Context: an optimization exercise on an open-source flow, tuned for small area and a short achievable clock period. The choices shown serve that exercise and are no tape-out recipe. In this exercise RTL edits were held to simulation tests only and were not proved equivalent to the original.

==> flow/design.v, too long to show whole: its modules and the start of the top module <==
// module dec79_enc: 252 lines
// module dec79_syn: 293 lines
// module dec79_loc: 284 lines
// module dec79_cor: 102 lines
// module dec79_codec: 333 lines
module dec79_codec (
    input  wire        clk,
    input  wire        rst,             
    input  wire        enc_in_valid,
    input  wire [63:0] enc_in_data,
    output wire        enc_out_valid,
    output wire [78:0] enc_out_word,
    input  wire        dec_in_valid,
    input  wire [78:0] dec_in_word,
    output wire        dec_out_valid,
    output wire [78:0] dec_out_word,
    output wire [1:0]  dec_out_nfix,
    output wire        dec_out_uncorr
);
  // ...
==> flow/flow/run.sh <==
#!/bin/bash
MARGIN=${MARGIN:-17.5}
export BUFFER_PORTS_ARGS="-buffer_cell sky130_fd_sc_hd__buf_1"
sed -e "s/SETUP_SLACK_MARGIN=[-0-9.]*/SETUP_SLACK_MARGIN=$MARGIN/" standard.sh > standard_margin.sh
bash standard_margin.sh > standard.log 2>&1
==> flow/standard.sh <==
#!/bin/bash
# synth_recipe.tcl (not shown) runs the flow's synth.tcl, then flattens the netlist and writes it again
# the make line also repeats each setting of config.mk as NAME=value (left out here)
make -C /OpenROAD-flow-scripts/flow DESIGN_CONFIG=/design/flow/config.mk WORK_HOME=/design/flow/orfs CLKGATE_MAP_FILE= SYNTH_SCRIPT=/design/flow/synth_recipe.tcl "${@:-finish}"
==> flow/config.mk <==
export PLATFORM = sky130hd
export DESIGN_NAME = dec79_codec
export DESIGN_NICKNAME = dec79_codec
export VERILOG_FILES = /design/flow/design.v
export SDC_FILE = /design/flow/constraint.sdc
export NUM_CORES = 4
export LEC_CHECK = 0
export CAP_MARGIN = 20
export CORE_MARGIN = 2
export CORE_UTILIZATION = 40
export PLACE_DENSITY = 0.6
export SETUP_SLACK_MARGIN = 0.4
export SLEW_MARGIN = 20
==> flow/constraint.sdc <==
create_clock -name core_clock -period 22.0 [get_ports {clk}]
set_input_delay 4.4000 -clock core_clock [delete_from_list [all_inputs] [get_ports {clk}]]
set_output_delay 4.4000 -clock core_clock [all_outputs]
set_load 0.01 [all_outputs]
==> flow_summary.html, run 1 <==
<table>
<tr><th>Metric</th><th>Value</th></tr>
<tr><th colspan="2">Worst setup path</th></tr>
<tr><td>List of cells traversed by the critical path</td><td>buf_6</td></tr>
<tr><td>Worst R2R Path Depth</td><td>21</td></tr>
<tr><td>Standard cell with the maximum stage delay on the critical path</td><td>sky130_fd_sc_hd__dfxtp_4</td></tr>
<tr><td>Slowest cell delay on critical path</td><td>0.42 ns</td></tr>
<tr><td>Startpoint of the worst setup timing path</td><td>wout_r2[44]$_DFF_P_</td></tr>
<tr><td>Cell family contributing the most delay on the critical path</td><td>flip-flops</td></tr>
<tr><th colspan="2">Logic synthesis</th></tr>
<tr><td>Sequential share of the synthesized area</td><td>42.2%</td></tr>
<tr><td>Share of the synthesized netlist area taken by xor and xnor gates</td><td>33.7%</td></tr>
<tr><td>Post-synthesis instance total</td><td>1816</td></tr>
<tr><td>Main combinational cell family by area after synthesis</td><td>XOR/XNOR gates</td></tr>
<tr><th colspan="2">Final layout</th></tr>
<tr><td>Share of cell area taken by multi-input logic gates</td><td>44.6%</td></tr>
<tr><td>Number of nets in the finished design</td><td>2428</td></tr>
<tr><th colspan="2">Routing</th></tr>
<tr><td>Total length of routed met3 wires</td><td>6410 um</td></tr>
<tr><td>Number of DRC violations after detailed-routing iteration 0</td><td>1668</td></tr>
<tr><th colspan="2">Timing</th></tr>
<tr><td>Max-slew headroom</td><td>51.1%</td></tr>
<tr><td>Transition time of the tightest slew-check pin</td><td>0.728 ns</td></tr>
<tr><th colspan="2">Run status</th></tr>
<tr><td>Status</td><td>timing/DRC/antenna clean</td></tr>
<tr><th colspan="2">Global route</th></tr>
<tr><td>Via count of the first global-routing pass</td><td>15345</td></tr>
<tr><td>First-pass GRT wire length</td><td>98200 um</td></tr>
<tr><th colspan="2">Place</th></tr>
<tr><td>Count of port buffers added during placement</td><td>309</td></tr>
<tr><td>Cells after DPL</td><td>2682</td></tr>
<tr><th colspan="2">Clocking</th></tr>
<tr><td>Later-pin clock latency in the skew report</td><td>0.59 ns</td></tr>
<tr><td>Number of levels in the clock H-tree</td><td>2</td></tr>
<tr><th colspan="2">Die</th></tr>
<tr><td>Die Area</td><td>49800 um2</td></tr>
<tr><td>Boundary pin count</td><td>310</td></tr>
</table>
==> run 2, diff against run 1 <==
==> flow/flow/run.sh (replaced) <==
#!/bin/bash
MARGIN=${MARGIN:-17.0}
export BUFFER_PORTS_ARGS="-buffer_cell sky130_fd_sc_hd__buf_1"
sed -e "s/SETUP_SLACK_MARGIN=[-0-9.]*/SETUP_SLACK_MARGIN=$MARGIN/" standard.sh > standard_margin.sh
bash standard_margin.sh > standard.log 2>&1
==> run 2 against run 1 <==
Still clean on timing, DRC and antenna. Non-clock buffer count down 107. Critical endpoint is now dec_out_word[64]. Routed wire length shrank 7.3%. Clock skew is 0.028 ns higher. Via count decreased by 5.0%. Flip-flop and latch count did not move. Critical path depth stayed put. Global-route usage down 1.6 points. Synthesized cell count did not move. Final cell count down 3.5%.
==> flow_summary.html, run 2 <==
<table>
<tr><th>Metric</th><th>Value</th></tr>
<tr><th colspan="2">Timing</th></tr>
<tr><td>Max-slew headroom</td><td>36.9% (was 51.1%)</td></tr>
<tr><td>Count of final hold-check violations</td><td>0 (unchanged)</td></tr>
<tr><td>Final Skew</td><td>0.0634 ns (was 0.0354 ns)</td></tr>
<tr><td>Achievable frequency</td><td>182 MHz (was 181 MHz)</td></tr>
<tr><td>Final setup viols</td><td>0 (unchanged)</td></tr>
<tr><td>Final-report max-slew violation count</td><td>0 (unchanged)</td></tr>
<tr><td>Final worst path period share</td><td>25.0% (was 25.1%)</td></tr>
<tr><td>Transition time of the tightest slew-check pin</td><td>0.939 ns (was 0.728 ns)</td></tr>
<tr><td>Worst setup slack after layout</td><td>16.49 ns (about the same)</td></tr>
<tr><td>Crit path time final</td><td>5.51 ns (about the same)</td></tr>
<tr><td>Unrepaired setup endpoints after global routing</td><td>yes (unchanged)</td></tr>
<tr><td>Final-layout setup total negative slack</td><td>0 ns (unchanged)</td></tr>
<tr><th colspan="2">Die</th></tr>
<tr><td>Boundary pin count</td><td>310 (unchanged)</td></tr>
<tr><td>Die H</td><td>223 um (unchanged)</td></tr>
<tr><td>Rows</td><td>80 (unchanged)</td></tr>
<tr><td>Standard cell core area</td><td>47500 um2 (unchanged)</td></tr>
<tr><td>Die width</td><td>223 um (unchanged)</td></tr>
<tr><td>Initial core utilization</td><td>40.4% (unchanged)</td></tr>
<tr><td>Die Area</td><td>49800 um2 (unchanged)</td></tr>
<tr><th colspan="2">Logic synthesis</th></tr>
<tr><td>Synth Net Count</td><td>1986 (unchanged)</td></tr>
<tr><td>Distinct cell type count of the synthesized netlist</td><td>85 (unchanged)</td></tr>
<tr><td>Top area cells in the synthesized netlist</td><td>sky130_fd_sc_hd__dfxtp_1, sky130_fd_sc_hd__xnor2_1, sky130_fd_sc_hd__xor2_1 (unchanged)</td></tr>
<tr><td>Area of the mapped netlist</td><td>19200 um2 (unchanged)</td></tr>
<tr><td>Proportion of synthesized flip-flops having asynchronous set or reset</td><td>0% (unchanged)</td></tr>
<tr><td>Cell with the most instances after synthesis</td><td>sky130_fd_sc_hd__dfxtp_1 (unchanged)</td></tr>
<tr><td>Number of synthesized register bits</td><td>405 (unchanged)</td></tr>
<tr><td>Mapped Avg Cell Area</td><td>10.6 um2 (unchanged)</td></tr>
<tr><td>Top FF cell, synth</td><td>sky130_fd_sc_hd__dfxtp_1 (unchanged)</td></tr>
<tr><td>Cell type with the largest total area after synthesis</td><td>sky130_fd_sc_hd__dfxtp_1 (unchanged)</td></tr>
<tr><td>Most numerous cell types in the synthesized netlist</td><td>sky130_fd_sc_hd__dfxtp_1, sky130_fd_sc_hd__xnor2_1, sky130_fd_sc_hd__xor2_1 (unchanged)</td></tr>
<tr><td>Area share of the leading cell type in the synthesized netlist</td><td>42.2% (unchanged)</td></tr>
<tr><td>Number of warnings reported in the yosys synthesis log</td><td>3 (unchanged)</td></tr>
<tr><td>Sequential share of the synthesized area</td><td>42.2% (unchanged)</td></tr>
<tr><td>Post-synthesis instance total</td><td>1816 (unchanged)</td></tr>
<tr><td>Number of enable-type register cells in the synthesized netlist</td><td>0 (unchanged)</td></tr>
<tr><th colspan="2">Final layout</th></tr>
<tr><td>Number of nets in the finished design</td><td>2322 (was 2428)</td></tr>
<tr><td>Syn-to-layout area delta</td><td>27.3% (was 39.5%)</td></tr>
<tr><td>Filler-free cell count of the finished design</td><td>2803 (was 2906)</td></tr>
<tr><td>Top library cells by usage in the layout, fill and taps aside</td><td>sky130_fd_sc_hd__xnor2_1, sky130_fd_sc_hd__dfxtp_1, sky130_fd_sc_hd__xor2_1 (was sky130_fd_sc_hd__xnor2_1, sky130_fd_sc_hd__dfxtp_2, sky130_fd_sc_hd__dfxtp_1)</td></tr>
<tr><td>Fillers</td><td>4246 (was 3956)</td></tr>
<tr><td>Most common cell after layout, fill and taps aside</td><td>sky130_fd_sc_hd__xnor2_1 (unchanged)</td></tr>
<tr><td>Share of layout cells above drive strength 1</td><td>24.8% (was 36.7%)</td></tr>
<tr><th colspan="2">Place</th></tr>
<tr><td>Detail Placement HPWL</td><td>47800 um (was 49100 um)</td></tr>
<tr><td>Count of port buffers added during placement</td><td>309 (unchanged)</td></tr>
<tr><td>Final Wtd Congestion</td><td>1.01 (about the same)</td></tr>
<tr><td>Pre-CTS setup slack</td><td>16.09 ns (was 16.18 ns)</td></tr>
<tr><td>Cells after DPL</td><td>2683 (was 2682)</td></tr>
<tr><th colspan="2">Routing</th></tr>
<tr><td>Aggregate routed wire length</td><td>62700 um (was 67700 um)</td></tr>
<tr><td>Vias/cell</td><td>5.30 (was 5.39)</td></tr>
<tr><td>Via count</td><td>14869 (was 15651)</td></tr>
<tr><td>Number of DRC violations after detailed-routing iteration 0</td><td>1454 (was 1668)</td></tr>
<tr><td>Antenna-violating nets left</td><td>0 (unchanged)</td></tr>
<tr><td>1st-pass router iterations</td><td>12 (was 7)</td></tr>
<tr><td>Total DRC errors in the routed layout</td><td>0 (unchanged)</td></tr>
<tr><td>Routed wirelength normalized by instance count</td><td>22.4 um (was 23.3 um)</td></tr>
<tr><th colspan="2">Clocking</th></tr>
<tr><td>Number of levels in the clock H-tree</td><td>2 (unchanged)</td></tr>
<tr><td>Count of hold-fix buffers inserted at cts</td><td>0 (unchanged)</td></tr>
<tr><td>Later-pin clock latency in the skew report</td><td>0.60 ns (was 0.59 ns)</td></tr>
<tr><td>Clock Tree Buf Depth</td><td>3 (unchanged)</td></tr>
<tr><td>TritonCTS clock tree</td><td>done (unchanged)</td></tr>
<tr><td>CTS clock-pin slew for the worst setup and hold paths</td><td>0.07 ns (about the same)</td></tr>
<tr><td>Sinks on Clock Net</td><td>405 (unchanged)</td></tr>
<tr><td>CTS Root Buffer Type</td><td>sky130_fd_sc_hd__clkbuf_16 (unchanged)</td></tr>
<tr><td>Num CTS Buffers</td><td>44 (was 41)</td></tr>
<tr><th colspan="2">Worst setup path</th></tr>
<tr><td>Count of buffer and inverter cells on the critical path</td><td>1 (unchanged)</td></tr>
<tr><td>Cell family contributing the most delay on the critical path</td><td>flip-flops (unchanged)</td></tr>
<tr><td>List of cells traversed by the critical path</td><td>buf_6 (unchanged)</td></tr>
<tr><td>Critical path startpoint category</td><td>flop (unchanged)</td></tr>
<tr><td>Required time at the worst-slack endpoint</td><td>17.60 ns (about the same)</td></tr>
<tr><td>Slowest cell delay on critical path</td><td>0.41 ns (was 0.42 ns)</td></tr>
<tr><td>Setup slack, reg-to-reg</td><td>17.14 ns (was 17.44 ns)</td></tr>
<tr><td>Kind of end point of the critical path</td><td>output port (unchanged)</td></tr>
<tr><td>Category of the critical setup timing path</td><td>flop to output port (unchanged)</td></tr>
<tr><td>Maximum fanout encountered on the critical timing path</td><td>1 (unchanged)</td></tr>
<tr><td>Standard cell with the maximum stage delay on the critical path</td><td>sky130_fd_sc_hd__dfxtp_4 (unchanged)</td></tr>
<tr><td>CP arrival</td><td>1.11 ns (about the same)</td></tr>
<tr><th colspan="2">Global route</th></tr>
<tr><td>Overall track demand over capacity in global routing</td><td>24.5% (was 26.1%)</td></tr>
<tr><td>Via count of the first global-routing pass</td><td>14627 (was 15345)</td></tr>
<tr><td>Overflow left after global routing</td><td>0 (unchanged)</td></tr>
<tr><td>Antenna violations before repair</td><td>9 (was 5)</td></tr>
<tr><td>Pin count of the biggest net entering global routing</td><td>52 (unchanged)</td></tr>
<tr><td>First-pass GRT wire length</td><td>92500 um (was 98200 um)</td></tr>
<tr><th colspan="2">Flow run</th></tr>
<tr><td>Maximum capacitance violations</td><td>0 (unchanged)</td></tr>
<tr><th colspan="2">Run status</th></tr>
<tr><td>Status</td><td>timing/DRC/antenna clean (unchanged)</td></tr>
<tr><th colspan="2">Min path</th></tr>
<tr><td>Type of the most critical hold path</td><td>flop to flop (unchanged)</td></tr>
</table>
[run 2: cell counts after synthesis]
Identical to the previous run, type by type.
[run 2: stage by stage]
| step | util, % | hold slack, ns | instance area (um2) |
|---|---|---|---|
| 2_1_floorplan | - | 0.329 | 19200 |
| 3_3_place_gp | 43.9 | 0.360 | 20900 |
| 3_5_place_dp | 43.9 | 0.369 | 20900 |
| 4_1_cts | 49.7 | 0.375 | 23600 |
| 5_1_grt | 51.4 | 0.387 | 24500 |
| 6_report | 51.4 | 0.371 | 24500 |
[run 2: final cells by class]
type	instances	area, um2	area share (%)
Antenna cell	2	5.00	0.0205
Tap cell	615	769	3.15
Inverter	38	178	0.726
Multi-Input combinational cell	1302	11200	45.7
Timing Repair inverter	1	5.00	0.0205
Timing Repair Buffer	360	2450	10.0
Sequential cell	405	8280	33.9
Clock inverter	18	320	1.31
Clock buffer	62	1280	5.23
[run 2: worst paths after layout]
check / start / cells past startpoint / endpoint
max: wout_r2[64]$_DFF_P_ / 1 / dec_out_word[64]
min: word_r0[78]$_DFF_P_ / 0 / word_r1[78]$_DFF_P_
max reg2reg: word_r0[72]$_DFF_P_ / 15 / cp_r1[3]$_DFF_P_
min reg2reg: word_r0[78]$_DFF_P_ / 0 / word_r1[78]$_DFF_P_
[run 2: repair_timing]
action / 4_1_cts / 5_1_grt
endpoints found under the setup margin: 251 / 251
setup buffers: 16 / 21
gates resized for setup: 353 / 175
cloned: 1 / 0
hold endpoints to repair: 0 / 0
pin swaps: 8 / 17
[run 2: metal layers]
metal,up-vias,track usage (%),part of all wire (%)
li1,6845,-,-
met1,7117,32.8,42
met2,767,39.9,46
met3,134,5.57,9.3
met4,6,6.65,2.7
met5,-,0,0.054
[run 2: cells by family after synthesis]
| family | Yosys count | synth area share, % |
|---|---|---|
| DFF | 405 | 42.2 |
| AOI/OAI and AO/OA | 299 | 10.7 |
| adders and majority gates | 23 | 1.50 |
| and+or+nand+nor | 329 | 7.73 |
| muxes | 23 | 1.48 |
| xor gates and xnor gates | 628 | 33.7 |
| buffers and inverters | 109 | 2.64 |
==> run 3, diff against run 2 <==
==> flow/flow/run.sh (replaced) <==
#!/bin/bash
MARGIN=${MARGIN:-16.5}
export BUFFER_PORTS_ARGS="-buffer_cell sky130_fd_sc_hd__buf_1"
sed -e "s/SETUP_SLACK_MARGIN=[-0-9.]*/SETUP_SLACK_MARGIN=$MARGIN/" standard.sh > standard_margin.sh
bash standard_margin.sh > standard.log 2>&1
--- a/flow/config.mk
+++ b/flow/config.mk
@@ -9,4 +9,6 @@
 export CORE_MARGIN = 2
 export CORE_UTILIZATION = 40
+export CTS_CLUSTER_DIAMETER = 150
+export CTS_CLUSTER_SIZE = 30
 export PLACE_DENSITY = 0.6
 export SETUP_SLACK_MARGIN = 0.4
==> run 3 against run 2 <==
Global-route usage down 0.85 points. Non-clock buffer count down 13. First-iteration DRC count up 3.3%. Synthesized cell count unchanged. Clock skew down 0.025 ns. Via count down 2.6%. Hold slack better by 0.0079 ns.
==> flow_summary.html, run 3 <==
<table>
<tr><th>Metric</th><th>Value</th></tr>
<tr><th colspan="2">Run status</th></tr>
<tr><td>Status</td><td>timing/DRC/antenna clean (unchanged)</td></tr>
<tr><th colspan="2">Worst setup path</th></tr>
<tr><td>List of cells traversed by the critical path</td><td>buf_6 (unchanged)</td></tr>
<tr><td>Slowest cell delay on critical path</td><td>0.43 ns (was 0.41 ns)</td></tr>
<tr><td>Count of buffer and inverter cells on the critical path</td><td>1 (unchanged)</td></tr>
<tr><td>Standard cell with the maximum stage delay on the critical path</td><td>sky130_fd_sc_hd__dfxtp_4 (unchanged)</td></tr>
<tr><td>Cell family contributing the most delay on the critical path</td><td>flip-flops (unchanged)</td></tr>
<tr><td>Required time at the worst-slack endpoint</td><td>17.60 ns (about the same)</td></tr>
<tr><td>Category of the critical setup timing path</td><td>flop to output port (unchanged)</td></tr>
<tr><td>Kind of end point of the critical path</td><td>output port (unchanged)</td></tr>
<tr><td>CP arrival</td><td>1.10 ns (was 1.11 ns)</td></tr>
<tr><td>Critical path startpoint category</td><td>flop (unchanged)</td></tr>
<tr><td>Maximum fanout encountered on the critical timing path</td><td>1 (unchanged)</td></tr>
<tr><th colspan="2">Final layout</th></tr>
<tr><td>Share of layout cells above drive strength 1</td><td>8.57% (was 24.8%)</td></tr>
<tr><td>Most common cell after layout, fill and taps aside</td><td>sky130_fd_sc_hd__dfxtp_1 (was sky130_fd_sc_hd__xnor2_1)</td></tr>
<tr><td>Final core utilization</td><td>46.0% (was 51.4%)</td></tr>
<tr><td>Fillers</td><td>4572 (was 4246)</td></tr>
<tr><td>Top library cells by usage in the layout, fill and taps aside</td><td>sky130_fd_sc_hd__dfxtp_1, sky130_fd_sc_hd__xnor2_1, sky130_fd_sc_hd__buf_1 (was sky130_fd_sc_hd__xnor2_1, sky130_fd_sc_hd__dfxtp_1, sky130_fd_sc_hd__xor2_1)</td></tr>
<tr><td>Number of nets in the finished design</td><td>2282 (was 2322)</td></tr>
<tr><td>Post-route cell area</td><td>21900 um2 (was 24500 um2)</td></tr>
<tr><td>Syn-to-layout area delta</td><td>13.8% (was 27.3%)</td></tr>
<tr><th colspan="2">Die</th></tr>
<tr><td>Rows</td><td>80 (unchanged)</td></tr>
<tr><td>Die H</td><td>223 um (unchanged)</td></tr>
<tr><td>Standard cell core area</td><td>47500 um2 (unchanged)</td></tr>
<tr><td>Boundary pin count</td><td>310 (unchanged)</td></tr>
<tr><td>Initial core utilization</td><td>40.4% (unchanged)</td></tr>
<tr><td>Die width</td><td>223 um (unchanged)</td></tr>
<tr><td>Die Area</td><td>49800 um2 (unchanged)</td></tr>
<tr><th colspan="2">Timing</th></tr>
<tr><td>Hold Slack</td><td>0.379 ns (was 0.371 ns)</td></tr>
<tr><td>Achievable frequency</td><td>182 MHz (about the same)</td></tr>
<tr><td>Unrepaired setup endpoints after global routing</td><td>yes (unchanged)</td></tr>
<tr><td>Final-layout setup total negative slack</td><td>0 ns (unchanged)</td></tr>
<tr><td>Final Skew</td><td>0.0380 ns (was 0.0634 ns)</td></tr>
<tr><td>Final setup viols</td><td>0 (unchanged)</td></tr>
<tr><td>Final-report max-slew violation count</td><td>0 (unchanged)</td></tr>
<tr><td>Transition time of the tightest slew-check pin</td><td>0.959 ns (was 0.939 ns)</td></tr>
<tr><td>Crit path time final</td><td>5.50 ns (was 5.51 ns)</td></tr>
<tr><td>Max-slew headroom</td><td>35.6% (was 36.9%)</td></tr>
<tr><td>Count of final hold-check violations</td><td>0 (unchanged)</td></tr>
<tr><td>Final worst path period share</td><td>25.0% (about the same)</td></tr>
<tr><th colspan="2">Logic synthesis</th></tr>
<tr><td>Cell with the most instances after synthesis</td><td>sky130_fd_sc_hd__dfxtp_1 (unchanged)</td></tr>
<tr><td>Synth Net Count</td><td>1986 (unchanged)</td></tr>
<tr><td>Top area cells in the synthesized netlist</td><td>sky130_fd_sc_hd__dfxtp_1, sky130_fd_sc_hd__xnor2_1, sky130_fd_sc_hd__xor2_1 (unchanged)</td></tr>
<tr><td>Proportion of synthesized flip-flops having asynchronous set or reset</td><td>0% (unchanged)</td></tr>
<tr><td>Cell type with the largest total area after synthesis</td><td>sky130_fd_sc_hd__dfxtp_1 (unchanged)</td></tr>
<tr><td>Area of the mapped netlist</td><td>19200 um2 (unchanged)</td></tr>
<tr><td>Mapped Avg Cell Area</td><td>10.6 um2 (unchanged)</td></tr>
<tr><td>Number of enable-type register cells in the synthesized netlist</td><td>0 (unchanged)</td></tr>
<tr><td>Post-synthesis instance total</td><td>1816 (unchanged)</td></tr>
<tr><td>Distinct cell type count of the synthesized netlist</td><td>85 (unchanged)</td></tr>
<tr><td>Area share of the leading cell type in the synthesized netlist</td><td>42.2% (unchanged)</td></tr>
<tr><td>Most numerous cell types in the synthesized netlist</td><td>sky130_fd_sc_hd__dfxtp_1, sky130_fd_sc_hd__xnor2_1, sky130_fd_sc_hd__xor2_1 (unchanged)</td></tr>
<tr><td>Top FF cell, synth</td><td>sky130_fd_sc_hd__dfxtp_1 (unchanged)</td></tr>
<tr><td>Number of warnings reported in the yosys synthesis log</td><td>3 (unchanged)</td></tr>
<tr><td>Sequential share of the synthesized area</td><td>42.2% (unchanged)</td></tr>
<tr><td>Number of synthesized register bits</td><td>405 (unchanged)</td></tr>
<tr><th colspan="2">Place</th></tr>
<tr><td>Detail Placement HPWL</td><td>47800 um (unchanged)</td></tr>
<tr><td>Placed cell area</td><td>20900 um2 (unchanged)</td></tr>
<tr><td>Final Wtd Congestion</td><td>1.01 (unchanged)</td></tr>
<tr><td>Count of port buffers added during placement</td><td>309 (unchanged)</td></tr>
<tr><th colspan="2">Routing</th></tr>
<tr><td>Uppermost signal routing layer after detailed routing</td><td>met5 (unchanged)</td></tr>
<tr><td>M1 WL</td><td>26600 um (was 26100 um)</td></tr>
<tr><td>Number of DRC violations after detailed-routing iteration 0</td><td>1502 (was 1454)</td></tr>
<tr><td>Total met2 wirelength after detailed routing</td><td>27800 um (was 29000 um)</td></tr>
<tr><td>Total DRC errors in the routed layout</td><td>0 (unchanged)</td></tr>
<tr><td>Aggregate routed wire length</td><td>61000 um (was 62700 um)</td></tr>
<tr><td>Antenna-violating nets left</td><td>0 (unchanged)</td></tr>
<tr><td>Total length of routed met3 wires</td><td>5000 um (was 5830 um)</td></tr>
<tr><td>Routed wirelength normalized by instance count</td><td>22.3 um (was 22.4 um)</td></tr>
<tr><td>Vias/cell</td><td>5.30 (about the same)</td></tr>
<tr><td>Via count</td><td>14480 (was 14869)</td></tr>
<tr><td>1st-pass router iterations</td><td>6 (was 12)</td></tr>
<tr><th colspan="2">Global route</th></tr>
<tr><td>Overflow left after global routing</td><td>0 (unchanged)</td></tr>
<tr><td>Via count of the first global-routing pass</td><td>14014 (was 14627)</td></tr>
<tr><td>Antenna violations before repair</td><td>7 (was 9)</td></tr>
<tr><td>Pin count of the biggest net entering global routing</td><td>52 (unchanged)</td></tr>
<tr><td>First-pass GRT wire length</td><td>89600 um (was 92500 um)</td></tr>
<tr><td>Overall track demand over capacity in global routing</td><td>23.7% (was 24.5%)</td></tr>
<tr><th colspan="2">Clocking</th></tr>
<tr><td>Num CTS Buffers</td><td>17 (was 44)</td></tr>
<tr><td>CTS clock-pin slew for the worst setup and hold paths</td><td>0.12 ns (was 0.07 ns)</td></tr>
<tr><td>CTS Root Buffer Type</td><td>sky130_fd_sc_hd__clkbuf_16 (unchanged)</td></tr>
<tr><td>TritonCTS clock tree</td><td>done (unchanged)</td></tr>
<tr><td>Count of hold-fix buffers inserted at cts</td><td>0 (unchanged)</td></tr>
<tr><td>Clock Tree Buf Depth</td><td>3 (unchanged)</td></tr>
<tr><td>Number of levels in the clock H-tree</td><td>1 (was 2)</td></tr>
<tr><td>Later-pin clock latency in the skew report</td><td>0.57 ns (was 0.60 ns)</td></tr>
<tr><td>Sinks on Clock Net</td><td>405 (unchanged)</td></tr>
<tr><th colspan="2">Flow run</th></tr>
<tr><td>Maximum capacitance violations</td><td>0 (unchanged)</td></tr>
<tr><th colspan="2">Min path</th></tr>
<tr><td>Type of the most critical hold path</td><td>flop to flop (unchanged)</td></tr>
</table>
-- run 3: cell counts after synthesis --
Identical to the previous run, type by type.
-- run 3: cells by family (layout without fill, tap and decap cells) --
| kind of cell | count (synthesis) | after routing | share of synthesized area, % |
|---|---|---|---|
| DFF | 405 | 405 | 42.2 |
| adders and majority gates | 23 | 23 | 1.50 |
| buffers and inverters | 109 | 406 | 2.64 |
| other | 0 | 2 | 0 |
| xor gates and xnor gates | 628 | 628 | 33.7 |
| and+or+nand+nor | 329 | 329 | 7.73 |
| muxes | 23 | 23 | 1.48 |
| AOI/OAI and AO/OA | 299 | 299 | 10.7 |
-- run 3: area by class of cell --
| type | instances | area (um2) | share of cell area [%] |
|---|---|---|---|
| repair buffers | 347 | 1570 | 7.17 |
| repair inverters | 1 | 5.00 | 0.0229 |
| well taps | 615 | 769 | 3.52 |
| inverters | 38 | 161 | 0.738 |
| clock buffers | 17 | 425 | 1.95 |
| diodes | 2 | 5.00 | 0.0229 |
| flip-flops and latches | 405 | 8150 | 37.2 |
| multi-input cells | 1302 | 10800 | 49.2 |
| clock inverters | 3 | 28.8 | 0.132 |
-- run 3: layer usage --
| metal | GRT usage, % | up-vias |
|---|---|---|
| met3 | 4.19 | 115 |
| li1 | - | 6730 |
| met2 | 38.4 | 673 |
| met1 | 32.7 | 6956 |
| met4 | 5.63 | 6 |
| met5 | 0 | - |
-- run 3: final timing paths --
| check | slack [ns] | startpoint | end | cells after the start |
|---|---|---|---|---|
| max | 16.50 | wout_r2[66]$_DFF_P_ | dec_out_word[66] | 1 |
| min | 0.38 | word_r0[78]$_DFF_P_ | word_r1[78]$_DFF_P_ | 0 |
| max reg2reg | 16.58 | word_r0[42]$_DFF_P_ | cp_r1[4]$_DFF_P_ | 15 |
| min reg2reg | 0.38 | word_r0[78]$_DFF_P_ | word_r1[78]$_DFF_P_ | 0 |
-- run 3: what timing repair did --
item / 4_1_cts / 5_1_grt
cloned: 1 / 0
setup endpoints to repair: 63 / 109
buffers inserted: 4 / 20
resized for setup: 52 / 53
pin swaps: 1 / 4
-- run 3: per-stage QoR --
step           std cells  setup WS, ns
2_1_floorplan       1816         17.27
5_1_grt             2728         16.44
3_3_place_gp        2683         16.12
4_1_cts             2708         16.49
3_5_place_dp        2683         16.09
6_report            2730         16.50
==> run 4, diff against run 3 <==
--- a/flow/config.mk
+++ b/flow/config.mk
@@ -8,8 +8,8 @@
 export CAP_MARGIN = 20
 export CORE_MARGIN = 2
-export CORE_UTILIZATION = 40
+export CORE_UTILIZATION = 60
 export CTS_CLUSTER_DIAMETER = 150
 export CTS_CLUSTER_SIZE = 30
-export PLACE_DENSITY = 0.6
+export PLACE_DENSITY = 0.75
 export SETUP_SLACK_MARGIN = 0.4
 export SLEW_MARGIN = 20
==> run 4 against run 3 <==
Routed wire length shrank 4.2%. Flip-flop and latch count stayed put. Still clean. Hold slack better by 0.0050 ns. Synthesized cell count unchanged. Area after synthesis stayed put. Sequential share of layout area up 0.93 points. First-iteration DRC count grew 5.7%. Critical endpoint is now dec_out_word[65].
==> flow_summary.html, run 4 <==
<table>
<tr><th>Metric</th><th>Value</th></tr>
<tr><th colspan="2">Worst setup path</th></tr>
<tr><td>Count of buffer and inverter cells on the critical path</td><td>1 (unchanged)</td></tr>
<tr><td>Kind of end point of the critical path</td><td>output port (unchanged)</td></tr>
<tr><td>Critical path startpoint category</td><td>flop (unchanged)</td></tr>
<tr><td>Cell family contributing the most delay on the critical path</td><td>flip-flops (unchanged)</td></tr>
<tr><td>Required time at the worst-slack endpoint</td><td>17.60 ns (about the same)</td></tr>
<tr><td>Setup slack, reg-to-reg</td><td>16.67 ns (was 16.58 ns)</td></tr>
<tr><td>Category of the critical setup timing path</td><td>flop to output port (unchanged)</td></tr>
<tr><td>Slowest cell delay on critical path</td><td>0.43 ns (about the same)</td></tr>
<tr><td>List of cells traversed by the critical path</td><td>buf_6 (unchanged)</td></tr>
<tr><td>CP arrival</td><td>1.08 ns (was 1.10 ns)</td></tr>
<tr><td>Standard cell with the maximum stage delay on the critical path</td><td>sky130_fd_sc_hd__dfxtp_4 (unchanged)</td></tr>
<tr><td>Maximum fanout encountered on the critical timing path</td><td>1 (unchanged)</td></tr>
<tr><th colspan="2">Routing</th></tr>
<tr><td>Routed wirelength normalized by instance count</td><td>23.4 um (was 22.3 um)</td></tr>
<tr><td>Aggregate routed wire length</td><td>58400 um (was 61000 um)</td></tr>
<tr><td>Vias/cell</td><td>5.90 (was 5.30)</td></tr>
<tr><td>1st-pass router iterations</td><td>6 (unchanged)</td></tr>
<tr><td>Antenna-violating nets left</td><td>0 (unchanged)</td></tr>
<tr><td>Via count</td><td>14721 (was 14480)</td></tr>
<tr><td>Total DRC errors in the routed layout</td><td>0 (unchanged)</td></tr>
<tr><td>Number of DRC violations after detailed-routing iteration 0</td><td>1587 (was 1502)</td></tr>
<tr><th colspan="2">Flow run</th></tr>
<tr><td>Maximum capacitance violations</td><td>0 (unchanged)</td></tr>
<tr><th colspan="2">Timing</th></tr>
<tr><td>Final-report max-slew violation count</td><td>0 (unchanged)</td></tr>
<tr><td>Final worst path period share</td><td>24.9% (was 25.0%)</td></tr>
<tr><td>Crit path time final</td><td>5.48 ns (was 5.50 ns)</td></tr>
<tr><td>Count of final hold-check violations</td><td>0 (unchanged)</td></tr>
<tr><td>Achievable frequency</td><td>182 MHz (about the same)</td></tr>
<tr><td>Transition time of the tightest slew-check pin</td><td>0.855 ns (was 0.959 ns)</td></tr>
<tr><td>Worst setup slack after layout</td><td>16.52 ns (was 16.50 ns)</td></tr>
<tr><td>Final setup viols</td><td>0 (unchanged)</td></tr>
<tr><td>Final Skew</td><td>0.0253 ns (was 0.0380 ns)</td></tr>
<tr><td>Unrepaired setup endpoints after global routing</td><td>yes (unchanged)</td></tr>
<tr><td>Max-slew headroom</td><td>42.6% (was 35.6%)</td></tr>
<tr><td>Hold Slack</td><td>0.384 ns (was 0.379 ns)</td></tr>
<tr><td>Final-layout setup total negative slack</td><td>0 ns (unchanged)</td></tr>
<tr><th colspan="2">Logic synthesis</th></tr>
<tr><td>Post-synthesis instance total</td><td>1816 (unchanged)</td></tr>
<tr><td>Distinct cell type count of the synthesized netlist</td><td>85 (unchanged)</td></tr>
<tr><td>Number of enable-type register cells in the synthesized netlist</td><td>0 (unchanged)</td></tr>
<tr><td>Proportion of synthesized flip-flops having asynchronous set or reset</td><td>0% (unchanged)</td></tr>
<tr><td>Cell with the most instances after synthesis</td><td>sky130_fd_sc_hd__dfxtp_1 (unchanged)</td></tr>
<tr><td>Cell type with the largest total area after synthesis</td><td>sky130_fd_sc_hd__dfxtp_1 (unchanged)</td></tr>
<tr><td>Sequential share of the synthesized area</td><td>42.2% (unchanged)</td></tr>
<tr><td>Area share of the leading cell type in the synthesized netlist</td><td>42.2% (unchanged)</td></tr>
<tr><td>Area of the mapped netlist</td><td>19200 um2 (unchanged)</td></tr>
<tr><td>Number of synthesized register bits</td><td>405 (unchanged)</td></tr>
<tr><td>Number of warnings reported in the yosys synthesis log</td><td>3 (unchanged)</td></tr>
<tr><td>Synth Net Count</td><td>1986 (unchanged)</td></tr>
<tr><td>Mapped Avg Cell Area</td><td>10.6 um2 (unchanged)</td></tr>
<tr><td>Most numerous cell types in the synthesized netlist</td><td>sky130_fd_sc_hd__dfxtp_1, sky130_fd_sc_hd__xnor2_1, sky130_fd_sc_hd__xor2_1 (unchanged)</td></tr>
<tr><td>Top FF cell, synth</td><td>sky130_fd_sc_hd__dfxtp_1 (unchanged)</td></tr>
<tr><td>Top area cells in the synthesized netlist</td><td>sky130_fd_sc_hd__dfxtp_1, sky130_fd_sc_hd__xnor2_1, sky130_fd_sc_hd__xor2_1 (unchanged)</td></tr>
<tr><th colspan="2">Run status</th></tr>
<tr><td>Status</td><td>timing/DRC/antenna clean (unchanged)</td></tr>
<tr><th colspan="2">Die</th></tr>
<tr><td>Standard cell core area</td><td>31600 um2 (was 47500 um2)</td></tr>
<tr><td>Initial core utilization</td><td>60.9% (was 40.4%)</td></tr>
<tr><td>Boundary pin count</td><td>310 (unchanged)</td></tr>
<tr><td>Die Area</td><td>33500 um2 (was 49800 um2)</td></tr>
<tr><td>Die H</td><td>183 um (was 223 um)</td></tr>
<tr><td>Die width</td><td>183 um (was 223 um)</td></tr>
<tr><td>Rows</td><td>65 (was 80)</td></tr>
<tr><th colspan="2">Clocking</th></tr>
<tr><td>CTS Root Buffer Type</td><td>sky130_fd_sc_hd__clkbuf_16 (unchanged)</td></tr>
<tr><td>Number of levels in the clock H-tree</td><td>1 (unchanged)</td></tr>
<tr><td>CTS clock-pin slew for the worst setup and hold paths</td><td>0.11 ns (was 0.12 ns)</td></tr>
<tr><td>Num CTS Buffers</td><td>17 (unchanged)</td></tr>
<tr><td>Later-pin clock latency in the skew report</td><td>0.53 ns (was 0.57 ns)</td></tr>
<tr><td>TritonCTS clock tree</td><td>done (unchanged)</td></tr>
<tr><td>Clock Tree Buf Depth</td><td>3 (unchanged)</td></tr>
<tr><td>Sinks on Clock Net</td><td>405 (unchanged)</td></tr>
<tr><th colspan="2">Final layout</th></tr>
<tr><td>Number of nets in the finished design</td><td>2262 (was 2282)</td></tr>
<tr><td>Final core utilization</td><td>67.6% (was 46.0%)</td></tr>
<tr><td>Most common cell after layout, fill and taps aside</td><td>sky130_fd_sc_hd__dfxtp_1 (unchanged)</td></tr>
<tr><td>Post-route cell area</td><td>21300 um2 (was 21900 um2)</td></tr>
<tr><td>Share of layout cells above drive strength 1</td><td>5.73% (was 8.57%)</td></tr>
<tr><td>Top library cells by usage in the layout, fill and taps aside</td><td>sky130_fd_sc_hd__dfxtp_1, sky130_fd_sc_hd__xnor2_1, sky130_fd_sc_hd__buf_1 (unchanged)</td></tr>
<tr><td>Syn-to-layout area delta</td><td>10.9% (was 13.8%)</td></tr>
<tr><th colspan="2">Place</th></tr>
<tr><td>Pre-CTS setup slack</td><td>16.05 ns (was 16.09 ns)</td></tr>
<tr><td>Count of port buffers added during placement</td><td>309 (unchanged)</td></tr>
<tr><td>Detail Placement HPWL</td><td>45700 um (was 47800 um)</td></tr>
<tr><td>Placed cell area</td><td>20600 um2 (was 20900 um2)</td></tr>
<tr><td>Final Wtd Congestion</td><td>1.03 (was 1.01)</td></tr>
<tr><th colspan="2">Global route</th></tr>
<tr><td>Via count of the first global-routing pass</td><td>13719 (was 14014)</td></tr>
<tr><td>Antenna violations before repair</td><td>6 (was 7)</td></tr>
<tr><td>First-pass GRT wire length</td><td>84800 um (was 89600 um)</td></tr>
<tr><td>Overflow left after global routing</td><td>0 (unchanged)</td></tr>
<tr><td>Pin count of the biggest net entering global routing</td><td>52 (unchanged)</td></tr>
<tr><td>Overall track demand over capacity in global routing</td><td>33.6% (was 23.7%)</td></tr>
<tr><th colspan="2">Min path</th></tr>
<tr><td>Type of the most critical hold path</td><td>flop to flop (unchanged)</td></tr>
</table>
[run 4: cell counts after synthesis]
No cell type changed its count.
[run 4: final cells by class]
type,instances,area (um2)
timing repair buffer,326,1340
clock buffer,18,439
tap,402,503
sequential,405,8140
antenna,1,2.50
clock inverter,2,25.0
inverter,38,159
timing repair inverter,2,10.0
multi-input combinational,1302,10700
fill,2512,10200
[run 4: final timing paths]
kind,from,end,cells past startpoint
worst min-delay path,word_r0[40]$_DFF_P_,word_r1[40]$_DFF_P_,0
worst min register to register,word_r0[40]$_DFF_P_,word_r1[40]$_DFF_P_,0
worst max register to register,s1_r1[6]$_DFF_P_,wout_r2[26]$_DFF_P_,16
worst max-delay path,wout_r2[65]$_DFF_P_,dec_out_word[65],1
[run 4: what timing repair did]
item	CTS	global route
gates cloned	0	2
gates resized for setup	26	33
hold buffers	0	0
pin swaps	0	2
endpoints found under the setup margin	17	96
buffers inserted	0	7
[run 4: routing by layer]
| metal | part of all wire (%) | GRT usage (%) |
|---|---|---|
| met1 | 40 | 46.4 |
| met2 | 45 | 54.0 |
| met3 | 12 | 6.99 |
| met4 | 3.0 | 8.48 |
| met5 | 0 | 0 |
[run 4: kinds of logic (layout without fill, tap and decap cells)]
| kind of cell | after synthesis | in the layout | share of synthesized area (%) |
|---|---|---|---|
| XOR/XNOR | 628 | 628 | 33.7 |
| adder cells (fa/ha/maj) | 23 | 23 | 1.50 |
| AND/OR/NAND/NOR | 329 | 329 | 7.73 |
| buffers and inverters | 109 | 386 | 2.64 |
| AO/OA/AOI/OAI | 299 | 299 | 10.7 |
| multiplexers | 23 | 23 | 1.48 |
| flip-flops | 405 | 405 | 42.2 |
| other | 0 | 1 | 0 |
[run 4: metrics by stage]
step	cells
global route	2495
finish	2496
detailed placement	2466
global placement	2466
CTS	2486
floorplan	1816
[run 4: worst reg2reg max path, stage by stage (launching register included)]
cell	delay [ns]
sky130_fd_sc_hd__dfxtp_1	0.71
sky130_fd_sc_hd__xnor2_1	0.28
sky130_fd_sc_hd__mux4_2	0.50
sky130_fd_sc_hd__o21ai_1	0.13
sky130_fd_sc_hd__a31oi_1	0.10
sky130_fd_sc_hd__xnor2_2	0.32
sky130_fd_sc_hd__inv_1	0.27
sky130_fd_sc_hd__xnor2_2	0.35
sky130_fd_sc_hd__clkinvlp_4	0.26
sky130_fd_sc_hd__mux2_2	0.32
sky130_fd_sc_hd__a211o_1	0.32
sky130_fd_sc_hd__a311oi_2	0.45
sky130_fd_sc_hd__nand2_1	0.13
sky130_fd_sc_hd__nor2_1	0.24
sky130_fd_sc_hd__nand2_1	0.31
sky130_fd_sc_hd__o22ai_1	0.38
sky130_fd_sc_hd__xor2_1	0.17
==> run 5, diff against run 4 <==
--- a/flow/config.mk
+++ b/flow/config.mk
@@ -9,6 +9,4 @@
 export CORE_MARGIN = 2
 export CORE_UTILIZATION = 60
-export CTS_CLUSTER_DIAMETER = 150
-export CTS_CLUSTER_SIZE = 30
 export PLACE_DENSITY = 0.75
 export SETUP_SLACK_MARGIN = 0.4
==> run 5 against run 4 <==
Clock skew shrank 0.0047 ns. Fmax shrank 0.26%. Largest cell class unchanged. Highest routed layer unchanged. Die area is the same. Synthesized cell count is the same. Final cell count grew 2.1%. Hold slack lost 0.00055 ns. Register-to-register slack is essentially flat. Still clean.
==> flow_summary.html, run 5 <==
<table>
<tr><th>Metric</th><th>Value</th></tr>
<tr><th colspan="2">Global route</th></tr>
<tr><td>Overflow left after global routing</td><td>0 (unchanged)</td></tr>
<tr><td>Antenna violations before repair</td><td>7 (was 6)</td></tr>
<tr><td>Pin count of the biggest net entering global routing</td><td>52 (unchanged)</td></tr>
<tr><td>Overall track demand over capacity in global routing</td><td>34.6% (was 33.6%)</td></tr>
<tr><td>First-pass GRT wire length</td><td>87200 um (was 84800 um)</td></tr>
<tr><td>Via count of the first global-routing pass</td><td>14146 (was 13719)</td></tr>
<tr><th colspan="2">Routing</th></tr>
<tr><td>Routed wirelength normalized by instance count</td><td>23.5 um (was 23.4 um)</td></tr>
<tr><td>Vias/cell</td><td>5.90 (about the same)</td></tr>
<tr><td>Number of DRC violations after detailed-routing iteration 0</td><td>1722 (was 1587)</td></tr>
<tr><td>Antenna-violating nets left</td><td>0 (unchanged)</td></tr>
<tr><td>1st-pass router iterations</td><td>6 (unchanged)</td></tr>
<tr><td>Total DRC errors in the routed layout</td><td>0 (unchanged)</td></tr>
<tr><td>Via count</td><td>15037 (was 14721)</td></tr>
<tr><td>Aggregate routed wire length</td><td>60000 um (was 58400 um)</td></tr>
<tr><th colspan="2">Final layout</th></tr>
<tr><td>Number of nets in the finished design</td><td>2284 (was 2262)</td></tr>
<tr><td>Fillers</td><td>2372 (was 2512)</td></tr>
<tr><td>Multi-input combinational cell area</td><td>10700 um2 (about the same)</td></tr>
<tr><td>Most common cell after layout, fill and taps aside</td><td>sky130_fd_sc_hd__dfxtp_1 (unchanged)</td></tr>
<tr><td>Flip-flop and latch area</td><td>8140 um2 (about the same)</td></tr>
<tr><td>Final core utilization</td><td>70.5% (was 67.6%)</td></tr>
<tr><td>Share of layout cells above drive strength 1</td><td>7.51% (was 5.73%)</td></tr>
<tr><td>Filler-free cell count of the finished design</td><td>2548 (was 2496)</td></tr>
<tr><td>Top library cells by usage in the layout, fill and taps aside</td><td>sky130_fd_sc_hd__dfxtp_1, sky130_fd_sc_hd__xnor2_1, sky130_fd_sc_hd__buf_1 (unchanged)</td></tr>
<tr><td>Syn-to-layout area delta</td><td>15.7% (was 10.9%)</td></tr>
<tr><th colspan="2">Timing</th></tr>
<tr><td>Final Skew</td><td>0.0206 ns (was 0.0253 ns)</td></tr>
<tr><td>Final-report max-slew violation count</td><td>0 (unchanged)</td></tr>
<tr><td>Final setup viols</td><td>0 (unchanged)</td></tr>
<tr><td>Max-slew headroom</td><td>40.7% (was 42.6%)</td></tr>
<tr><td>Achievable frequency</td><td>182 MHz (about the same)</td></tr>
<tr><td>Transition time of the tightest slew-check pin</td><td>0.883 ns (was 0.855 ns)</td></tr>
<tr><td>Final worst path period share</td><td>25.0% (was 24.9%)</td></tr>
<tr><td>Crit path time final</td><td>5.50 ns (was 5.48 ns)</td></tr>
<tr><td>Final-layout setup total negative slack</td><td>0 ns (unchanged)</td></tr>
<tr><td>Unrepaired setup endpoints after global routing</td><td>no (was yes)</td></tr>
<tr><td>Count of final hold-check violations</td><td>0 (unchanged)</td></tr>
<tr><th colspan="2">Worst setup path</th></tr>
<tr><td>Cell family contributing the most delay on the critical path</td><td>flip-flops (unchanged)</td></tr>
<tr><td>Startpoint of the worst setup timing path</td><td>wout_r2[45]$_DFF_P_ (was wout_r2[65]$_DFF_P_)</td></tr>
<tr><td>Reg-to-Reg End</td><td>cp_r1[5]$_DFF_P_ (was wout_r2[26]$_DFF_P_)</td></tr>
<tr><td>CP arrival</td><td>1.10 ns (was 1.08 ns)</td></tr>
<tr><td>Count of buffer and inverter cells on the critical path</td><td>1 (unchanged)</td></tr>
<tr><td>Critical path depth</td><td>1 (unchanged)</td></tr>
<tr><td>Worst R2R Path Depth</td><td>15 (was 16)</td></tr>
<tr><td>Crit path capture</td><td>dec_out_word[45] (was dec_out_word[65])</td></tr>
<tr><td>Required time at the worst-slack endpoint</td><td>17.60 ns (about the same)</td></tr>
<tr><td>Critical path startpoint category</td><td>flop (unchanged)</td></tr>
<tr><td>Category of the critical setup timing path</td><td>flop to output port (unchanged)</td></tr>
<tr><td>Maximum fanout encountered on the critical timing path</td><td>1 (unchanged)</td></tr>
<tr><td>List of cells traversed by the critical path</td><td>buf_1 (was buf_6)</td></tr>
<tr><td>Kind of end point of the critical path</td><td>output port (unchanged)</td></tr>
<tr><td>Setup slack, reg-to-reg</td><td>16.67 ns (about the same)</td></tr>
<tr><td>Standard cell with the maximum stage delay on the critical path</td><td>sky130_fd_sc_hd__dfxtp_1 (was sky130_fd_sc_hd__dfxtp_4)</td></tr>
<tr><td>Slowest cell delay on critical path</td><td>0.37 ns (was 0.43 ns)</td></tr>
<tr><td>Startpoint of the most critical register-to-register path</td><td>word_r0[42]$_DFF_P_ (was s1_r1[6]$_DFF_P_)</td></tr>
<tr><th colspan="2">Logic synthesis</th></tr>
<tr><td>Cell type with the largest total area after synthesis</td><td>sky130_fd_sc_hd__dfxtp_1 (unchanged)</td></tr>
<tr><td>Number of warnings reported in the yosys synthesis log</td><td>3 (unchanged)</td></tr>
<tr><td>Mapped Avg Cell Area</td><td>10.6 um2 (unchanged)</td></tr>
<tr><td>Distinct cell type count of the synthesized netlist</td><td>85 (unchanged)</td></tr>
<tr><td>Proportion of synthesized flip-flops having asynchronous set or reset</td><td>0% (unchanged)</td></tr>
<tr><td>Number of enable-type register cells in the synthesized netlist</td><td>0 (unchanged)</td></tr>
<tr><td>Top area cells in the synthesized netlist</td><td>sky130_fd_sc_hd__dfxtp_1, sky130_fd_sc_hd__xnor2_1, sky130_fd_sc_hd__xor2_1 (unchanged)</td></tr>
<tr><td>Sequential share of the synthesized area</td><td>42.2% (unchanged)</td></tr>
<tr><td>Top FF cell, synth</td><td>sky130_fd_sc_hd__dfxtp_1 (unchanged)</td></tr>
<tr><td>Area of the mapped netlist</td><td>19200 um2 (unchanged)</td></tr>
<tr><td>Area share of the leading cell type in the synthesized netlist</td><td>42.2% (unchanged)</td></tr>
<tr><td>Most numerous cell types in the synthesized netlist</td><td>sky130_fd_sc_hd__dfxtp_1, sky130_fd_sc_hd__xnor2_1, sky130_fd_sc_hd__xor2_1 (unchanged)</td></tr>
<tr><td>Number of synthesized register bits</td><td>405 (unchanged)</td></tr>
<tr><td>Cell with the most instances after synthesis</td><td>sky130_fd_sc_hd__dfxtp_1 (unchanged)</td></tr>
<tr><td>Post-synthesis instance total</td><td>1816 (unchanged)</td></tr>
<tr><td>Synth Net Count</td><td>1986 (unchanged)</td></tr>
<tr><th colspan="2">Run status</th></tr>
<tr><td>Status</td><td>timing/DRC/antenna clean (unchanged)</td></tr>
<tr><th colspan="2">Die</th></tr>
<tr><td>Die width</td><td>183 um (unchanged)</td></tr>
<tr><td>Die H</td><td>183 um (unchanged)</td></tr>
<tr><td>Die Area</td><td>33500 um2 (unchanged)</td></tr>
<tr><td>Standard cell core area</td><td>31600 um2 (unchanged)</td></tr>
<tr><td>Rows</td><td>65 (unchanged)</td></tr>
<tr><td>Boundary pin count</td><td>310 (unchanged)</td></tr>
<tr><td>Initial core utilization</td><td>60.9% (unchanged)</td></tr>
<tr><th colspan="2">Place</th></tr>
<tr><td>Final Wtd Congestion</td><td>1.03 (unchanged)</td></tr>
<tr><td>Count of port buffers added during placement</td><td>309 (unchanged)</td></tr>
<tr><td>Detail Placement HPWL</td><td>45700 um (unchanged)</td></tr>
<tr><td>Cells after DPL</td><td>2466 (unchanged)</td></tr>
<tr><th colspan="2">Clocking</th></tr>
<tr><td>Num CTS Buffers</td><td>39 (was 17)</td></tr>
<tr><td>Sinks on Clock Net</td><td>405 (unchanged)</td></tr>
<tr><td>TritonCTS clock tree</td><td>done (unchanged)</td></tr>
<tr><td>Clock Tree Buf Depth</td><td>3 (unchanged)</td></tr>
<tr><td>CTS clock-pin slew for the worst setup and hold paths</td><td>0.07 ns (was 0.11 ns)</td></tr>
<tr><td>Number of levels in the clock H-tree</td><td>2 (was 1)</td></tr>
<tr><td>CTS Root Buffer Type</td><td>sky130_fd_sc_hd__clkbuf_16 (unchanged)</td></tr>
<tr><td>Count of hold-fix buffers inserted at cts</td><td>0 (unchanged)</td></tr>
<tr><td>Later-pin clock latency in the skew report</td><td>0.55 ns (was 0.53 ns)</td></tr>
<tr><th colspan="2">Min path</th></tr>
<tr><td>Type of the most critical hold path</td><td>flop to flop (unchanged)</td></tr>
<tr><th colspan="2">Flow run</th></tr>
<tr><td>Maximum capacitance violations</td><td>0 (unchanged)</td></tr>
</table>
==> run 5: area by class of cell <==
cell class / instances / area share (%)
multi-input combinational: 1302 / 48.1
timing repair inverter: 2 / 0.0450
antenna: 1 / 0.0113
clock inverter: 19 / 1.35
inverter: 38 / 0.714
clock buffer: 53 / 4.98
tap: 402 / 2.26
sequential: 405 / 36.6
timing repair buffer: 326 / 5.96
==> run 5: repair_timing <==
action | CTS | global route
resized for setup | 28 | 24
setup buffers | 0 | 7
endpoints found under the setup margin | 17 | 90
pin swaps | 0 | 2
gates cloned | 0 | 2
==> run 5: how the worst min path moves through the flow <==
| stage | start | endpoint | slack [ns] | cells after the start |
|---|---|---|---|---|
| 2_1_floorplan | word_r0[5]$_DFF_P_ | word_r1[5]$_DFF_P_ | 0.33 | 0 |
| 3_3_place_gp | word_r0[16]$_DFF_P_ | word_r1[16]$_DFF_P_ | 0.37 | 0 |
| 3_5_place_dp | word_r0[16]$_DFF_P_ | word_r1[16]$_DFF_P_ | 0.38 | 0 |
| 4_1_cts | word_r0[16]$_DFF_P_ | word_r1[16]$_DFF_P_ | 0.39 | 0 |
| 5_1_grt | word_r0[16]$_DFF_P_ | word_r1[16]$_DFF_P_ | 0.39 | 0 |
| 6_report | word_r0[27]$_DFF_P_ | word_r1[27]$_DFF_P_ | 0.38 | 0 |
==> run 5: stage by stage <==
stage	instance area [um2]	worst slack [ns]	hold slack [ns]
4_1_cts	22100	16.48	0.386
5_1_grt	22200	16.48	0.385
6_report	22200	16.50	0.384
3_3_place_gp	20600	16.02	0.371
3_5_place_dp	20600	16.05	0.375
2_1_floorplan	19200	17.27	0.329
==> run 5: cells by family (layout without fill, tap and decap cells) <==
group	count (synthesis)	in the layout	synth area share [%]
AO/OA/AOI/OAI	299	299	10.7
adder cells (fa/ha/maj)	23	23	1.50
buffers and inverters	109	438	2.64
other	0	1	0
multiplexers	23	23	1.48
flip-flops	405	405	42.2
XOR/XNOR	628	628	33.7
AND/OR/NAND/NOR	329	329	7.73
==> run 5: metal layers <==
metal  wire [um]  up-vias  part of all wire, %  global-route usage, %
li1            -     6772                    -                      -
met1       23800     7201                   40                   46.5
met2       27500      922                   46                   55.7
met3        6720      142                   11                   8.16
met4        1880        0                  3.1                   10.1
met5           0        -                    0                      0
==> run 6, diff against run 5 <==
--- a/flow/config.mk
+++ b/flow/config.mk
@@ -9,4 +9,6 @@
 export CORE_MARGIN = 2
 export CORE_UTILIZATION = 60
+export CTS_CLUSTER_DIAMETER = 120
+export CTS_CLUSTER_SIZE = 24
 export PLACE_DENSITY = 0.75
 export SETUP_SLACK_MARGIN = 0.4
==> run 6 against run 5 <==
Synthesized cell count stayed put. Clock skew is 0.016 ns higher. Critical path depth stayed put. Flip-flop and latch count stayed put. Still clean.
==> flow_summary.html, run 6 <==
<table>
<tr><th>Metric</th><th>Value</th></tr>
<tr><th colspan="2">Die</th></tr>
<tr><td>Boundary pin count</td><td>310 (unchanged)</td></tr>
<tr><td>Rows</td><td>65 (unchanged)</td></tr>
<tr><td>Initial core utilization</td><td>60.9% (unchanged)</td></tr>
<tr><td>Die H</td><td>183 um (unchanged)</td></tr>
<tr><td>Die width</td><td>183 um (unchanged)</td></tr>
<tr><th colspan="2">Global route</th></tr>
<tr><td>Via count of the first global-routing pass</td><td>13840 (was 14146)</td></tr>
<tr><td>Antenna violations before repair</td><td>5 (was 7)</td></tr>
<tr><td>Overflow left after global routing</td><td>0 (unchanged)</td></tr>
<tr><td>Pin count of the biggest net entering global routing</td><td>52 (unchanged)</td></tr>
<tr><td>First-pass GRT wire length</td><td>85500 um (was 87200 um)</td></tr>
<tr><th colspan="2">Timing</th></tr>
<tr><td>Max-slew headroom</td><td>41.4% (was 40.7%)</td></tr>
<tr><td>Achievable frequency</td><td>182 MHz (about the same)</td></tr>
<tr><td>Transition time of the tightest slew-check pin</td><td>0.872 ns (was 0.883 ns)</td></tr>
<tr><td>Final setup viols</td><td>0 (unchanged)</td></tr>
<tr><td>Final Skew</td><td>0.0366 ns (was 0.0206 ns)</td></tr>
<tr><td>Final-layout setup total negative slack</td><td>0 ns (unchanged)</td></tr>
<tr><th colspan="2">Logic synthesis</th></tr>
<tr><td>Top area cells in the synthesized netlist</td><td>sky130_fd_sc_hd__dfxtp_1, sky130_fd_sc_hd__xnor2_1, sky130_fd_sc_hd__xor2_1 (unchanged)</td></tr>
<tr><td>Number of enable-type register cells in the synthesized netlist</td><td>0 (unchanged)</td></tr>
<tr><td>Cell with the most instances after synthesis</td><td>sky130_fd_sc_hd__dfxtp_1 (unchanged)</td></tr>
<tr><td>Distinct cell type count of the synthesized netlist</td><td>85 (unchanged)</td></tr>
<tr><td>Number of warnings reported in the yosys synthesis log</td><td>3 (unchanged)</td></tr>
<tr><td>Area of the mapped netlist</td><td>19200 um2 (unchanged)</td></tr>
<tr><td>Proportion of synthesized flip-flops having asynchronous set or reset</td><td>0% (unchanged)</td></tr>
<tr><th colspan="2">Worst setup path</th></tr>
<tr><td>Count of buffer and inverter cells on the critical path</td><td>1 (unchanged)</td></tr>
<tr><td>Required time at the worst-slack endpoint</td><td>17.60 ns (about the same)</td></tr>
<tr><td>List of cells traversed by the critical path</td><td>buf_6 (was buf_1)</td></tr>
<tr><td>Category of the critical setup timing path</td><td>flop to output port (unchanged)</td></tr>
<tr><th colspan="2">Routing</th></tr>
<tr><td>Total DRC errors in the routed layout</td><td>0 (unchanged)</td></tr>
<tr><td>M1 WL</td><td>24000 um (was 23800 um)</td></tr>
<tr><td>Number of DRC violations after detailed-routing iteration 0</td><td>1559 (was 1722)</td></tr>
<tr><td>Aggregate routed wire length</td><td>58600 um (was 60000 um)</td></tr>
<tr><td>Total length of routed met3 wires</td><td>6280 um (was 6720 um)</td></tr>
<tr><td>Via count</td><td>14655 (was 15037)</td></tr>
<tr><th colspan="2">Clocking</th></tr>
<tr><td>CTS clock-pin slew for the worst setup and hold paths</td><td>0.10 ns (was 0.07 ns)</td></tr>
<tr><td>TritonCTS clock tree</td><td>done (unchanged)</td></tr>
<tr><td>Sinks on Clock Net</td><td>405 (unchanged)</td></tr>
<tr><th colspan="2">Run status</th></tr>
<tr><td>Status</td><td>timing/DRC/antenna clean (unchanged)</td></tr>
<tr><th colspan="2">Place</th></tr>
<tr><td>Final Wtd Congestion</td><td>1.03 (unchanged)</td></tr>
<tr><td>Count of port buffers added during placement</td><td>309 (unchanged)</td></tr>
<tr><td>Detail Placement HPWL</td><td>45700 um (unchanged)</td></tr>
<tr><td>Pre-CTS setup slack</td><td>16.05 ns (unchanged)</td></tr>
<tr><th colspan="2">Final layout</th></tr>
<tr><td>Number of nets in the finished design</td><td>2265 (was 2284)</td></tr>
<tr><td>Most common cell after layout, fill and taps aside</td><td>sky130_fd_sc_hd__dfxtp_1 (unchanged)</td></tr>
<tr><td>Total inserted antenna cells</td><td>0 (was 1)</td></tr>
<tr><td>Share of layout cells above drive strength 1</td><td>5.96% (was 7.51%)</td></tr>
</table>
[run 6: cell count changes in the layout (fill, tap and decap cells not counted), moves of 2 or more]
cell                         delta
sky130_fd_sc_hd__clkbuf_16     -18
sky130_fd_sc_hd__clkbuf_8       -8
sky130_fd_sc_hd__bufinv_16      -6
sky130_fd_sc_hd__clkbuf_1       -6
sky130_fd_sc_hd__clkinv_2       -6
sky130_fd_sc_hd__clkbuf_2       +5
sky130_fd_sc_hd__buf_1          -4
sky130_fd_sc_hd__buf_2          -3
sky130_fd_sc_hd__buf_6          +2
sky130_fd_sc_hd__clkinvlp_4     -2
sky130_fd_sc_hd__xnor2_1        -2
[run 6: worst paths after layout]
| path | startpoint | end | slack [ns] | depth (start not counted) |
|---|---|---|---|---|
| max | wout_r2[65]$_DFF_P_ | dec_out_word[65] | 16.52 | 1 |
| max reg2reg | word_r0[42]$_DFF_P_ | cp_r1[5]$_DFF_P_ | 16.66 | 15 |
| min reg2reg | word_r0[78]$_DFF_P_ | word_r1[78]$_DFF_P_ | 0.37 | 0 |
| min | word_r0[78]$_DFF_P_ | word_r1[78]$_DFF_P_ | 0.37 | 0 |
[run 6: cell type report]
type | instances | area [um2]
multi-input cells | 1302 | 10700
repair buffers | 325 | 1340
clock buffers | 21 | 526
fillers | 2502 | 10100
inverters | 38 | 159
clock inverters | 3 | 47.5
well taps | 402 | 503
repair inverters | 2 | 10.0
flip-flops and latches | 405 | 8140
[run 6: kinds of logic after synthesis]
kind of cell	share of synthesized area, %
flops	42.2
fa+ha+maj	1.50
xor+xnor	33.7
mux	1.48
compound gates	10.7
simple gates	7.73
buf+inv	2.64
[run 6: metal layers]
metal  up-vias  track usage [%]
met5         -                0
met2       885             54.2
met1      6937             46.2
met4         2             9.22
met3       134             7.59
li1       6697                -
[run 6: worst reg2reg max path: stages (launching register included)]
cell and delay (ns):
sky130_fd_sc_hd__dfxtp_1 0.44, sky130_fd_sc_hd__xnor3_1 0.59, sky130_fd_sc_hd__xnor3_1 0.56, sky130_fd_sc_hd__xnor3_1 0.26
sky130_fd_sc_hd__xnor3_4 0.63, sky130_fd_sc_hd__inv_2 0.26, sky130_fd_sc_hd__ha_2 0.42, sky130_fd_sc_hd__nand2_1 0.17
sky130_fd_sc_hd__nor4b_1 0.17, sky130_fd_sc_hd__a221oi_1 0.46, sky130_fd_sc_hd__and4_1 0.43, sky130_fd_sc_hd__a21oi_1 0.12
sky130_fd_sc_hd__o21ai_0 0.25, sky130_fd_sc_hd__xor2_1 0.21, sky130_fd_sc_hd__xnor2_1 0.17, sky130_fd_sc_hd__xnor2_1 0.13
[run 6: repair_timing]
action	in CTS	in global routing
resized for setup	29	34
endpoints found under the setup margin	17	96
setup buffers	0	6
pin swaps	0	2
cloned	0	2
[run 6: through the flow]
stage | util, % | cell area [um2] | std cells
after detailed placement | 65.3 | 20600 | 2466
after global placement | 65.3 | 20600 | 2466
after CTS | 67.3 | 21200 | 2490
final | 68.0 | 21400 | 2498
after floorplan | - | 19200 | 1816
after global routing | 68.0 | 21400 | 2498

==> port drivers added, routing unchanged <==
The results above use ideal ports. As a check the final layouts listed here were re-extracted and re-timed, cells and wires unchanged. Step 1 (the two cells are an assumption about what drives the block):
set clk [get_ports {clk}]
set_driving_cell -lib_cell sky130_fd_sc_hd__clkbuf_16 $clk
set_driving_cell -lib_cell sky130_fd_sc_hd__buf_2 [delete_from_list [all_inputs] $clk]
Step 2 moves the port delays by t, midway between the first and last clock arrival at a register: inputs arrive t later, outputs are due t later. That takes back most of the time a late clock gives input paths. Slacks: no drivers / after step 1 / after step 2; pairs: no drivers / after step 1.
| run | t (ns) | slack for setup (ns) | hold slack, ns | clock arrival spread, ns | worst data-port slew with drivers (ns) |
|---|---|---|---|---|---|
| run 1 | 0.625 | 16.486 / 16.432 / 17.057 | 0.368 / 0.368 / 0.368 | 0.038 / 0.037 | 0.11 |
| run 2 | 0.625 | 16.491 / 16.437 / 17.062 | 0.371 / 0.371 / 0.371 | 0.068 / 0.068 | 0.09 |
| run 3 | 0.607 | 16.502 / 16.443 / 16.579 | 0.379 / 0.379 / 0.379 | 0.044 / 0.044 | 0.09 |
| run 4 | 0.569 | 16.516 / 16.467 / 16.673 | 0.384 / 0.384 / 0.384 | 0.028 / 0.027 | 0.06 |
| run 5 | 0.593 | 16.502 / 16.450 / 16.675 | 0.384 / 0.384 / 0.384 | 0.026 / 0.026 | 0.07 |
| run 6 | 0.574 | 16.520 / 16.471 / 16.662 | 0.367 / 0.367 / 0.367 | 0.043 / 0.043 | 0.06 |
After both steps setup and hold are still met in every run listed.
